What follows belongs to an exercise in optimizing a design on an open flow for small area, a short achievable clock period and few clock cycles per item; a production flow would make more cautious choices. No run shown here included a check of the RTL's function; only the layout flow was run.

==> flow/design.v <==
module sm3_round (
    input  wire         hi,       
    input  wire [31:0]  tj,       
    input  wire [255:0] st_in,    
    input  wire [31:0]  dw,       
    input  wire [31:0]  hw,       
    output wire [255:0] st_out
);
    wire [31:0] a = st_in[255:224];
    wire [31:0] b = st_in[223:192];
    wire [31:0] c = st_in[191:160];
    wire [31:0] e = st_in[127:96];
    wire [31:0] f = st_in[95:64];
    wire [31:0] g = st_in[63:32];
    wire [31:0] a12  = {a[19:0], a[31:20]};
    wire [31:0] s0s  = a12 ^ e ^ tj;
    wire [31:0] s0c  = {(a12[30:0] & e[30:0]) | (a12[30:0] & tj[30:0]) | (e[30:0] & tj[30:0]), 1'b0};
    wire [31:0] sum1;
    sm3_add32 u_add1 (.a(s0s), .b(s0c), .s(sum1));
    wire [31:0] ss1  = {sum1[24:0], sum1[31:25]};
    wire [31:0] ss2  = ss1 ^ a12;
    wire [31:0] ff   = hi ? ((a & b) | (a & c) | (b & c)) : (a ^ b ^ c);
    wire [31:0] gg   = hi ? ((e & f) | (~e & g)) : (e ^ f ^ g);
    wire [31:0] k1, k2, tt1, tt2;
    sm3_add32 u_add2 (.a(ff), .b(dw), .s(k1));
    sm3_add32 u_add3 (.a(gg), .b(hw), .s(k2));
    sm3_add32 u_add4 (.a(k1), .b(ss2), .s(tt1));
    sm3_add32 u_add5 (.a(k2), .b(ss1), .s(tt2));
    wire [31:0] p0   = tt2 ^ {tt2[22:0], tt2[31:23]} ^ {tt2[14:0], tt2[31:15]};
    assign st_out = {tt1, a, {b[22:0], b[31:23]}, c,
                     p0,  e, {f[12:0], f[31:13]}, g};
endmodule
module sm3_wexp (
    input  wire [511:0] win,      
    output wire [31:0]  w_next
);
    wire [31:0] w0  = win[511:480];
    wire [31:0] w3  = win[415:384];
    wire [31:0] w7  = win[287:256];
    wire [31:0] w10 = win[191:160];
    wire [31:0] w13 = win[95:64];
    wire [31:0] x   = w0 ^ w7 ^ {w13[16:0], w13[31:17]};
    wire [31:0] p1  = x ^ {x[16:0], x[31:17]} ^ {x[8:0], x[31:9]};
    assign w_next = p1 ^ {w3[24:0], w3[31:25]} ^ w10;
endmodule
module sm3_add32 #(parameter KS = 1) (
    input  wire [31:0] a,
    input  wire [31:0] b,
    output wire [31:0] s
);
    wire [31:0] p0 = a ^ b;
    wire [31:0] g0 = a & b;
    wire [31:0] gl [0:5];
    wire [31:0] pl [0:5];
    assign gl[0] = g0;
    assign pl[0] = p0;
    genvar l, k;
    generate
        for (l = 0; l < 5; l = l + 1) begin : lvl
            for (k = 0; k < 32; k = k + 1) begin : bit_
                if (KS) begin : ks
                    if (k >= (1 << l)) begin : op
                        assign gl[l+1][k] = gl[l][k] | (pl[l][k] & gl[l][k - (1 << l)]);
                        assign pl[l+1][k] = pl[l][k] & pl[l][k - (1 << l)];
                    end else begin : pass
                        assign gl[l+1][k] = gl[l][k];
                        assign pl[l+1][k] = pl[l][k];
                    end
                end else begin : sk
                    if ((k >> l) & 1) begin : op
                        assign gl[l+1][k] = gl[l][k] | (pl[l][k] & gl[l][((k >> l) << l) - 1]);
                        assign pl[l+1][k] = pl[l][k] & pl[l][((k >> l) << l) - 1];
                    end else begin : pass
                        assign gl[l+1][k] = gl[l][k];
                        assign pl[l+1][k] = pl[l][k];
                    end
                end
            end
        end
    endgenerate
    assign s = p0 ^ {gl[5][30:0], 1'b0};
endmodule
module xr_extend (
    input  wire         clk,
    input  wire         rst,       
    input  wire         start,
    input  wire [255:0] xr_in,     
    input  wire [255:0] d_in,      
    output wire         ready,
    output reg          done,
    output wire [255:0] xr_out     
);
    localparam [255:0] IV  = 256'h7380166F_4914B2B9_172442D7_DA8A0600_A96F30BC_163138AA_E38DEE4D_B0FB0E4E;
    reg         busy;
    reg         blk;       
    reg [5:0]   j;         
    reg         hi;        
    reg [31:0]  tj;        
    reg [255:0] st;        
    reg [511:0] win;       
    reg [31:0]  dw;        
    reg [31:0]  hw;        
    wire accept = start & ~busy;
    wire last   = busy & (j == 6'd63);
    wire trans  = last & ~blk;
    wire fin    = last & blk;
    wire catch  = (j[5:2] == 4'd0);
    assign ready = ~busy;
    reg [63:0] pw;
    always @(*) begin
        case (j)
            6'd0: pw = 64'h00000000_00000000;
            6'd1: pw = 64'h00000000_00000000;
            6'd2: pw = 64'h00000000_00000000;
            6'd3: pw = 64'h00000000_00000000;
            6'd4: pw = 64'h00000000_00000000;
            6'd5: pw = 64'h00000000_00000000;
            6'd6: pw = 64'h00000000_00000000;
            6'd7: pw = 64'h00000000_00000000;
            6'd8: pw = 64'h00000000_00000000;
            6'd9: pw = 64'h00000000_00000000;
            6'd10: pw = 64'h00000000_00000200;
            6'd11: pw = 64'h00000000_80404000;
            6'd12: pw = 64'h00000000_00000000;
            6'd13: pw = 64'h00000000_01008080;
            6'd14: pw = 64'h00000200_10005200;
            6'd15: pw = 64'h80404000_80404000;
            6'd16: pw = 64'h00000000_002002A0;
            6'd17: pw = 64'h01008080_AD54DC84;
            6'd18: pw = 64'h10005000_10005000;
            6'd19: pw = 64'h00000000_09582A39;
            6'd20: pw = 64'h002002A0_A02032A0;
            6'd21: pw = 64'hAC545C04_AC545C04;
            6'd22: pw = 64'h00000000_00200280;
            6'd23: pw = 64'h09582A39_AD09723D;
            6'd24: pw = 64'hA0003000_80203040;
            6'd25: pw = 64'h00000000_51609838;
            6'd26: pw = 64'h00200280_30205581;
            6'd27: pw = 64'hA4515804_04517804;
            6'd28: pw = 64'h20200040_20A200EA;
            6'd29: pw = 64'h51609838_3BB5BDE8;
            6'd30: pw = 64'h30005701_3A0E5517;
            6'd31: pw = 64'hA0002000_10F50042;
            6'd32: pw = 64'h008200AA_FAF2731A;
            6'd33: pw = 64'h6AD525D0_4AD525D0;
            6'd34: pw = 64'h0A0E0216_0A8C02BE;
            6'd35: pw = 64'hB0F52042_CAA105D2;
            6'd36: pw = 64'hFA7073B0_D8D273F4;
            6'd37: pw = 64'h20000000_F5D6EBD2;
            6'd38: pw = 64'h008200A8_828257D9;
            6'd39: pw = 64'h7A542590_F07407D0;
            6'd40: pw = 64'h22A20044_968A26EE;
            6'd41: pw = 64'hD5D6EBD2_3F2EA58B;
            6'd42: pw = 64'h82005771_CA98BD88;
            6'd43: pw = 64'h8A202240_08270A7D;
            6'd44: pw = 64'hB42826AA_5A4F5350;
            6'd45: pw = 64'hEAF84E59_4918AEF9;
            6'd46: pw = 64'h4898EAF9_C0B0A273;
            6'd47: pw = 64'h8207283D_A1B37260;
            6'd48: pw = 64'hEE6775FA_8CED573E;
            6'd49: pw = 64'hA3E0E0A0_2E8DE6B5;
            6'd50: pw = 64'h8828488A_B01842F4;
            6'd51: pw = 64'h23B45A5D_CAD63AB8;
            6'd52: pw = 64'h628A22C4_49EAE2E4;
            6'd53: pw = 64'h8D6D0615_DD43D324;
            6'd54: pw = 64'h38300A7E_A6B786C7;
            6'd55: pw = 64'hE96260E5_C8EE581D;
            6'd56: pw = 64'h2B60C020_F7CEFC97;
            6'd57: pw = 64'h502ED531_7A10DB3B;
            6'd58: pw = 64'h9E878CB9_776748D8;
            6'd59: pw = 64'h218C38F8_ADB200C9;
            6'd60: pw = 64'hDCAE3CB7_98049E9F;
            6'd61: pw = 64'h2A3E0E0A_F65EAD81;
            6'd62: pw = 64'hE9E0C461_B863C496;
            6'd63: pw = 64'h80000000_80000000;
            default: pw = 64'h0;
        endcase
    end
    wire [31:0]  w_next;
    wire [255:0] st_next;
    sm3_wexp u_wexp (
        .win    (win),
        .w_next (w_next)
    );
    sm3_round u_round (
        .hi     (hi),
        .tj     (tj),
        .st_in  (st),
        .dw     (dw),
        .hw     (hw),
        .st_out (st_next)
    );
    reg  [255:0] st_d;
    reg  [31:0]  wn, wpn;
    always @(*) begin
        if (accept) begin
            st_d = IV;
            wn   = xr_in[255:224];
            wpn  = xr_in[255:224] ^ xr_in[127:96];
        end else if (blk | (j == 6'd63)) begin
            st_d = trans ? (st_next ^ IV) : st_next;
            wn   = pw[63:32];
            wpn  = pw[31:0];
        end else begin
            st_d = st_next;
            wn   = win[479:448];
            wpn  = win[479:448] ^ win[351:320];
        end
    end
    wire [31:0] u0 = win[511:480], u1 = win[479:448], u2 = win[447:416], u3 = win[415:384];
    wire [31:0] l0 = win[255:224], l1 = win[223:192], l2 = win[191:160], l3 = win[159:128];
    wire [255:0] v = {u3[8:0], u3[31:9], u2[8:0], u2[31:9], u1, u0,
                      l3[18:0], l3[31:19], l2[18:0], l2[31:19], l1, l0};
    assign xr_out = st ^ v;
    always @(posedge clk) begin
        st <= st_d;
        dw <= st_d[159:128] + wpn;
        hw <= st_d[31:0] + wn;
        if (accept) begin
            win <= {xr_in, d_in};
        end else if (!blk) begin
            win <= {win[479:0], w_next};
        end else begin
            win[511:288] <= win[479:256];
            win[287:256] <= catch ? st[159:128] : win[511:480];
            win[255:32]  <= win[223:0];
            win[31:0]    <= catch ? st[31:0] : win[255:224];
        end
    end
    always @(posedge clk) begin
        if (rst) begin
            busy <= 1'b0;
            done <= 1'b0;
        end else begin
            done <= fin;
            if (accept) begin
                busy <= 1'b1;
                blk  <= 1'b0;
                j    <= 6'd0;
                hi   <= 1'b0;
                tj   <= 32'h79CC4519;
            end else if (busy) begin
                j <= j + 6'd1;
                if (trans) blk  <= 1'b1;
                if (fin)   busy <= 1'b0;
                if (j == 6'd15) hi <= 1'b1;
                if (last)       hi <= 1'b0;
                if (last)            tj <= 32'h79CC4519;
                else if (j == 6'd15) tj <= 32'h9D8A7A87;      
                else                 tj <= {tj[30:0], tj[31]};
            end
        end
    end
endmodule
==> flow/run.sh <==
#!/bin/bash
# synth_recipe.tcl (not shown) runs the flow's synth.tcl, then flattens the netlist and writes it again
# the make line also repeats each setting of config.mk as NAME=value (left out here)
make -C /OpenROAD-flow-scripts/flow DESIGN_CONFIG=/design/flow/config.mk WORK_HOME=/design/flow/orfs CLKGATE_MAP_FILE= SYNTH_SCRIPT=/design/flow/synth_recipe.tcl finish
==> flow/config.mk <==
export PLATFORM = sky130hd
export DESIGN_NAME = xr_extend
export DESIGN_NICKNAME = xr_extend
export VERILOG_FILES = /design/flow/design.v
export SDC_FILE = /design/flow/constraint.sdc
export NUM_CORES = 4
export LEC_CHECK = 0
export CAP_MARGIN = 20
export CORE_MARGIN = 2
export CORE_UTILIZATION = 40
export PLACE_DENSITY = 0.6
export SETUP_SLACK_MARGIN = 4.5
export SLEW_MARGIN = 20
==> flow/constraint.sdc <==
create_clock -name core_clock -period 9.0 [get_ports {clk}]
set_input_delay 1.8000 -clock core_clock [delete_from_list [all_inputs] [get_ports {clk}]]
set_output_delay 1.8000 -clock core_clock [all_outputs]
set_load 0.01 [all_outputs]
==> results.py, run 1 <==
metrics = {
    "floorplanning": {
        "die_w_um": 366.5,
        "io_pins": 773,
        "rows": 133,
        "start_util": 0.4014,
        "core_area_um2": 131000,
        "die-area_um2": 134400,
        "die_y_um": 366.5,
    },
    "drt": {
        "postRouteAntennaNets": 0,
        "vias": 54090,
        "first_iter_violations": 7759,
        "wl_per_cell_um": 35.06,
        "drt_pass1_iterations": 6,
        "drc": 0,
        "wirelength_mm": 320.9,
        "via_per_inst": 5.910,
    },
    "yosys": {
        "syn_avg_cell_area_um2": 8.125,
        "yosysWarnings": 2,
        "seq_area_frac_synth": 0.3648,
        "synth-seq-cells": 938,
        "netlist_area_um2": 52570,
        "synthFlopType": "dfxtp_1",
        "synth_cell_types": 82,
        "synth-edff-count": 40,
        "synth_cells": 6471,
        "async_flop_share": 0,
        "synth_nets": 7286,
    },
    "global_routing": {
        "grt_start_max_net_pins": 169,
        "antenna_found_initial": 21,
        "grt_pass1_vias": 49000,
        "gr-total-overflow": 0,
        "grt_usage": 0.4449,
        "grt_first_pass_wirelength_mm": 411.8,
    },
    "hold_path": {
        "hp-class": "flop to flop",
    },
    "worst_setup_path": {
        "path_class": "flop to flop",
        "critPathArrivalTime_ns": 6.46,
        "endpoint_kind": "flop",
        "cp_slowest_cell": "dfxtp_2",
        "cp-start-kind": "flop",
        "crit_required_ns": 9.65,
        "cpPeakStageDelay_ns": 0.54,
        "crit_fanout": 5,
    },
    "place": {
        "gp_congestion": 1.088,
        "port_buffers": 772,
        "hpwl_mm": 248.0,
        "dp.cells": 8758,
    },
    "sta": {
        "hold_viol": 0,
        "fin_skew_ns": 0.04582,
        "rsz0062_at_grt": "yes",
        "tns_ns": 0,
        "setup_viol": 0,
        "slew_violations": 0,
        "fin_crit_sh": 0.6452,
        "layout_min_cycle_time_ns": 5.807,
        "relSlewSlack": 0.1677,
        "fmax_mhz": 172.2,
        "worst_pin_slew_ns": 1.240,
    },
    "status": {
        "status": "complete, no violations",
    },
    "final_layout": {
        "regArea_um2": 19270,
        "multi_input_area_um2": 35090,
        "fin_nets": 8113,
        "area_growth_pct": 35.60,
        "final_cells": 9153,
        "layout-drive-gt1-share": 0.1366,
        "fin_util": 0.5444,
        "n_fill_cell": 12260,
    },
    "clocking": {
        "cts_made_buffers": 104,
        "cts_tree": "built",
        "cts_root_buf": "clkbuf_16",
        "htreeDepth": 3,
        "clk_pin_slew_ns": 0.06,
        "clockBufferDepth": 3,
        "clock-sinks": 938,
        "clk_latency_ns": 0.76,
        "cts_hold_buf": 0,
    },
    "run": {
        "maxCapViolCount": 0,
    },
}
## Yosys cell counts (7+ instances only)
| cell | instances | area share |
|---|---|---|
| or3_1 | 16 | 0.0019 |
| o31ai_1 | 13 | 0.0019 |
| a211oi_1 | 37 | 0.0053 |
| o21bai_1 | 25 | 0.0036 |
| edfxtp_1 | 40 | 0.023 |
| mux2i_1 | 70 | 0.013 |
| nand2_1 | 1829 | 0.13 |
| xnor2_1 | 535 | 0.089 |
| a21o_1 | 89 | 0.013 |
| and3_1 | 35 | 0.0042 |
| o21ai_0 | 361 | 0.034 |
| fa_1 | 71 | 0.027 |
| a221o_1 | 33 | 0.0063 |
| a31oi_1 | 32 | 0.0038 |
| nor2_1 | 347 | 0.025 |
| a2111oi_0 | 11 | 0.0018 |
| o41ai_1 | 8 | 0.0013 |
| and2_1 | 21 | 0.0025 |
| nor2b_1 | 160 | 0.019 |
| o22ai_1 | 27 | 0.0032 |
| nand3_1 | 66 | 0.0063 |
| a311oi_1 | 18 | 0.0030 |
| a221oi_1 | 13 | 0.0022 |
| o21ai_1 | 24 | 0.0023 |
| buf_1 | 36 | 0.0026 |
| nand2b_1 | 29 | 0.0035 |
| o221ai_1 | 7 | 0.0012 |
| or2_2 | 8 | 0.00095 |
| mux2_2 | 65 | 0.014 |
| nand4_1 | 13 | 0.0015 |
| a21oi_1 | 323 | 0.031 |
| clkbuf_1 | 276 | 0.020 |
| xor2_1 | 384 | 0.064 |
| o21a_1 | 30 | 0.0043 |
| inv_1 | 71 | 0.0051 |
| dfxtp_1 | 898 | 0.34 |
| nor3_1 | 41 | 0.0039 |
| ha_1 | 229 | 0.054 |
| o2111ai_1 | 9 | 0.0015 |
| o211ai_1 | 61 | 0.0087 |
## placed cells by master (no fill, tap or decap), types with 69 or more instances in the layout
cell             count
ha_1               175
mux2i_1             69
clkdlybuf4s50_1    769
a21oi_1            273
o21ai_0            283
dfxtp_1            846
buf_4              162
xnor2_1            475
nand2_1           1815
xor2_1             363
a21o_1              89
clkbuf_16          123
nor2_1             325
nor2b_1            138
## metal layers
| layer | vias up | global-route usage | share of wire |
|---|---|---|---|
| met4 | 18 | 0.3128 | 0.085 |
| met3 | 820 | 0.1183 | 0.12 |
| li1 | 23280 | - | - |
| met5 | - | 0 | 0.00035 |
| met2 | 3780 | 0.6351 | 0.41 |
| met1 | 26200 | 0.5804 | 0.39 |
## worst max-delay path, delay by kind of cell (launching register included)
family / cells / cell delay (ns)
AND/OR/NAND/NOR: 2 / 0.28
flip-flops: 1 / 0.54
AO/OA/AOI/OAI: 15 / 2.68
XOR/XNOR: 3 / 0.80
adder cells (fa/ha/maj): 3 / 1.09
buffers and inverters: 2 / 0.32
## what timing repair did
action | in CTS | in global routing
pin swaps | 109 | 188
cloned | 7 | 22
setup buffers | 73 | 87
resized for setup | 300 | 422
setup endpoints to repair | 197 | 180
## state kept, by name (all words and copies together), names as in the netlist
register	cells
busy	1
done	1
dw	32
win	512
hw	32
hi	1
j	6
blk	1
st	256
pw	64
tj	32
## final timing paths
check                     start  cells past startpoint            endpoint  slack (ns)
min             win[40]$_DFF_P_                      2     win[72]$_DFF_P_        0.42
max reg2reg  st[246]$_SDFF_PP0_                     25  st[255]$_SDFF_PP0_        3.19
max          st[246]$_SDFF_PP0_                     25  st[255]$_SDFF_PP0_        3.19
min reg2reg     win[40]$_DFF_P_                      2     win[72]$_DFF_P_        0.42
## cell families after synthesis
kind of cell               count (synthesis)  synth area share
adders and majority gates                300           0.08153
DFF                                      938            0.3648
muxes                                    135           0.02725
AOI/OAI and AO/OA                       1196            0.1415
and+or+nand+nor                         2592            0.2029
xor gates and xnor gates                 922            0.1543
buffers and inverters                    388           0.02777
## stage by stage
step	area (µm²)	hold slack [ns]	setup slack, ns
6_report	71290	0.4161	3.193
5_1_grt	71280	0.4306	3.085
4_1_cts	68150	0.4119	3.290
3_5_place_dp	62360	0.4034	2.235
3_3_place_gp	62360	0.4036	2.267
2_1_floorplan	53000	0.3988	3.851
## layout make-up
class / instances / area share
antenna: 11 / 0.0003861
clock buffer: 137 / 0.04137
multi-input combinational: 5146 / 0.4922
tap: 1755 / 0.03080
clock inverter: 58 / 0.01007
timing repair buffer: 1032 / 0.1498
sequential: 938 / 0.2703
timing repair inverter: 3 / 0.0005441
inverter: 73 / 0.004510
==> inputs of run 2 (changes only) <==
--- a/flow/config.mk
+++ b/flow/config.mk
@@ -11,3 +11,2 @@
 export PLACE_DENSITY = 0.6
-export SETUP_SLACK_MARGIN = 4.5
 export SLEW_MARGIN = 20
==> results.py, run 2 <==
metrics = {
    "status": {
        "status": "complete, no violations",
    },
    "floorplanning": {
        "io_pins": 773,
        "rows": 133,
        "core_area_um2": 131000,
        "start_util": 0.4014,
        "die-area_um2": 134400,
        "die_w_um": 366.5,
        "die_y_um": 366.5,
    },
    "clocking": {
        "cts_hold_buf": 0,
        "ctsResizeCount": 0,
        "clock-sinks": 938,
        "clk_pin_slew_ns": 0.06,
        "cts_root_buf": "clkbuf_16",
        "htreeDepth": 3,
        "cts_setup_buffers": 0,
        "cts_made_buffers": 104,
        "cts_tree": "built",
        "clockBufferDepth": 3,
        "clk_latency_ns": 0.78,
    },
    "yosys": {
        "yosys.area_share.adder": 0.08153,
        "synthFlopType": "dfxtp_1",
        "seq_area_frac_synth": 0.3648,
        "yosysMostFrequentCell": "nand2_1",
        "synth_nets": 7286,
        "synth_cells": 6471,
        "synth_simple_gate_area_frac": 0.2029,
        "netlist_area_um2": 52570,
        "synth_compound_area_frac": 0.1415,
        "yosysWarnings": 2,
        "synth_top_area_cell": "dfxtp_1",
        "synth_xor_area_frac": 0.1543,
        "syn_avg_cell_area_um2": 8.125,
        "async_flop_share": 0,
        "synth_cell_types": 82,
        "muxShareOfSynthArea": 0.02725,
        "synth_top_family_by_area": "simple AND/OR/NAND/NOR gates",
        "synth_commonest_cells": "nand2_1, dfxtp_1, xnor2_1",
        "yosys-top-cells-area": "dfxtp_1, nand2_1, xnor2_1, xor2_1, ha_1",
        "synth-seq-cells": 938,
        "synth_top_area_share": 0.3419,
        "synth-edff-count": 40,
    },
    "drt": {
        "wl_per_cell_um": 33.82,
        "vias": 51960,
        "via_per_inst": 5.797,
        "drc": 0,
        "first_iter_violations": 7625,
        "drt_pass1_iterations": 9,
        "postRouteAntennaNets": 0,
        "wirelength_mm": 303.1,
    },
    "final_layout": {
        "layout-drive-gt1-share": 0.04853,
        "final_common_cell": "nand2_1",
        "largest_register_ffs": 512,
        "final_cells": 8962,
        "final_cell_mix": "nand2_1, dfxtp_1, clkdlybuf4s50_1",
        "area_growth_pct": 25.09,
        "fin_nets": 7924,
        "regMostFlops": "win",
        "fin_area_um2": 65760,
        "fin_util": 0.5022,
    },
    "global_routing": {
        "grt_first_pass_wirelength_mm": 402.2,
        "grt_start_max_net_pins": 211,
        "grt_usage": 0.4341,
        "antenna_found_initial": 27,
        "gr-total-overflow": 0,
        "grt_pass1_vias": 48090,
    },
    "place": {
        "post-place-ws_ns": 2.070,
        "dp.cells": 8758,
        "port_buffers": 772,
        "hpwl_mm": 249.1,
        "gp_congestion": 1.082,
        "place_area_um2": 62020,
    },
    "worst_setup_path": {
        "crit_required_ns": 9.66,
        "cp-startpoint": "st[102]$_SDFF_PP0_",
        "cp-start-kind": "flop",
        "reg2reg_slack_ns": 1.75,
        "endpoint_kind": "flop",
        "crit_fanout": 7,
        "r2r_end": "st[255]$_SDFF_PP0_",
        "crit_path_cell_trace": "fa_1 -> ha_1 -> or4_1 -> a21o_1 -> and3_4 -> a41o_4 -> a31oi_2 -> o31ai_1 -> a21oi_1 -> o21ai_1 -> a21o_1 -> xnor2_1 -> ha_1 -> o21ai_0 -> a211oi_1 -> a221oi_1 -> o31ai_1 -> o211ai_1 -> a21boi_1 -> o21ai_0 -> xnor2_1 -> xnor3_1 -> nor2_1",
        "reg2reg_from": "st[102]$_SDFF_PP0_",
        "critPathArrivalTime_ns": 7.91,
        "cpPeakStageDelay_ns": 0.74,
        "reg2reg_depth": 23,
        "cp_slowest_cell": "dfxtp_1",
        "crit_end": "st[255]$_SDFF_PP0_",
        "path_class": "flop to flop",
    },
    "sta": {
        "tns_ns": 0,
        "fin_skew_ns": 0.07456,
        "layout_min_cycle_time_ns": 7.253,
        "rsz0062_at_grt": "no",
        "setup_viol": 0,
        "relSlewSlack": 0.2160,
        "worst_slack_ns": 1.747,
        "worst_pin_slew_ns": 1.172,
        "hold_ws_ns": 0.3993,
        "slew_violations": 0,
        "hold_viol": 0,
        "fmax_mhz": 137.9,
        "fin_crit_sh": 0.8059,
    },
    "hold_path": {
        "hp-class": "flop to flop",
    },
    "run": {
        "maxCapViolCount": 0,
    },
}
## run 2: cell types whose count changed in the layout (fill, tap and decap cells not counted), moves of 23 or more
cell,delta
a21oi_1,+50
a21oi_2,-38
buf_4,-93
buf_6,-52
dfxtp_1,+52
dfxtp_2,-41
ha_1,+52
ha_4,-31
o21ai_0,+78
o21ai_1,-23
o21ai_2,-38
xnor2_1,+60
xnor2_2,-46
## run 2: per-layer routing
metal | share of wire | GRT usage | up-vias
met5 | 0.00054 | 0 | -
met4 | 0.078 | 0.2845 | 24
met3 | 0.10 | 0.09869 | 669
met2 | 0.42 | 0.6366 | 3282
met1 | 0.40 | 0.5704 | 25100
li1 | - | - | 22880
## run 2: cells by family (layout without fill, tap and decap cells)
family	after synthesis	in the layout
AND/OR/NAND/NOR	2592	2592
AO/OA/AOI/OAI	1196	1196
flip-flops	938	938
XOR/XNOR	922	922
buffers and inverters	388	1109
adder cells (fa/ha/maj)	300	300
multiplexers	135	135
other	0	15
## run 2: worst min path at each step
| stage | endpoint | slack [ns] | cells past startpoint | start |
|---|---|---|---|---|
| 2_1_floorplan | win[128]$_DFF_P_ | 0.40 | 2 | win[96]$_DFF_P_ |
| 5_1_grt | win[409]$_DFF_P_ | 0.42 | 2 | win[377]$_DFF_P_ |
| 4_1_cts | win[409]$_DFF_P_ | 0.38 | 2 | win[377]$_DFF_P_ |
| 6_report | win[409]$_DFF_P_ | 0.40 | 2 | win[377]$_DFF_P_ |
| 3_3_place_gp | win[44]$_DFF_P_ | 0.40 | 2 | win[12]$_DFF_P_ |
| 3_5_place_dp | win[69]$_DFF_P_ | 0.40 | 2 | win[37]$_DFF_P_ |
## run 2: area by class of cell
class,instances,area (µm²)
Fill cell,12770,65200
Multi-Input combinational cell,5145,32000
Sequential cell,938,19180
Timing Repair Buffer,847,8366
Clock buffer,147,3048
Tap cell,1755,2196
Clock inverter,42,659.4
Inverter,73,282.8
Antenna cell,15,37.54
## run 2: critical path, delay by kind of cell, from the launching register on
| family | cells | cell delay (ns) |
|---|---|---|
| xor gates and xnor gates | 3 | 0.84 |
| adders and majority gates | 3 | 1.16 |
| and+or+nand+nor | 3 | 0.81 |
| AOI/OAI and AO/OA | 14 | 3.59 |
| DFF | 1 | 0.74 |

[port drivers added, routing unchanged]
The flow's constraints put no driver on any port. The routed layouts listed below were extracted and timed again, unchanged, in two steps. Step 1, drivers: a clkbuf_16 drives clk and a buf_2 each remaining input, both assumed. Step 2 moves the port delays by t, midway between the first and last clock arrival at a register: inputs arrive t later, outputs are due t later. That takes back most of the time a late clock gives input paths. Three values: no drivers, after step 1, after step 2; two values: the first two.
run | t, ns | setup slack, ns | worst slew at a driven data input, ns
run 1 | 0.820 | 3.193 / 3.193 / 3.193 | 0.16
run 2 | 0.820 | 1.747 / 1.747 / 1.747 | 0.11
After both steps every run listed still meets setup and hold.
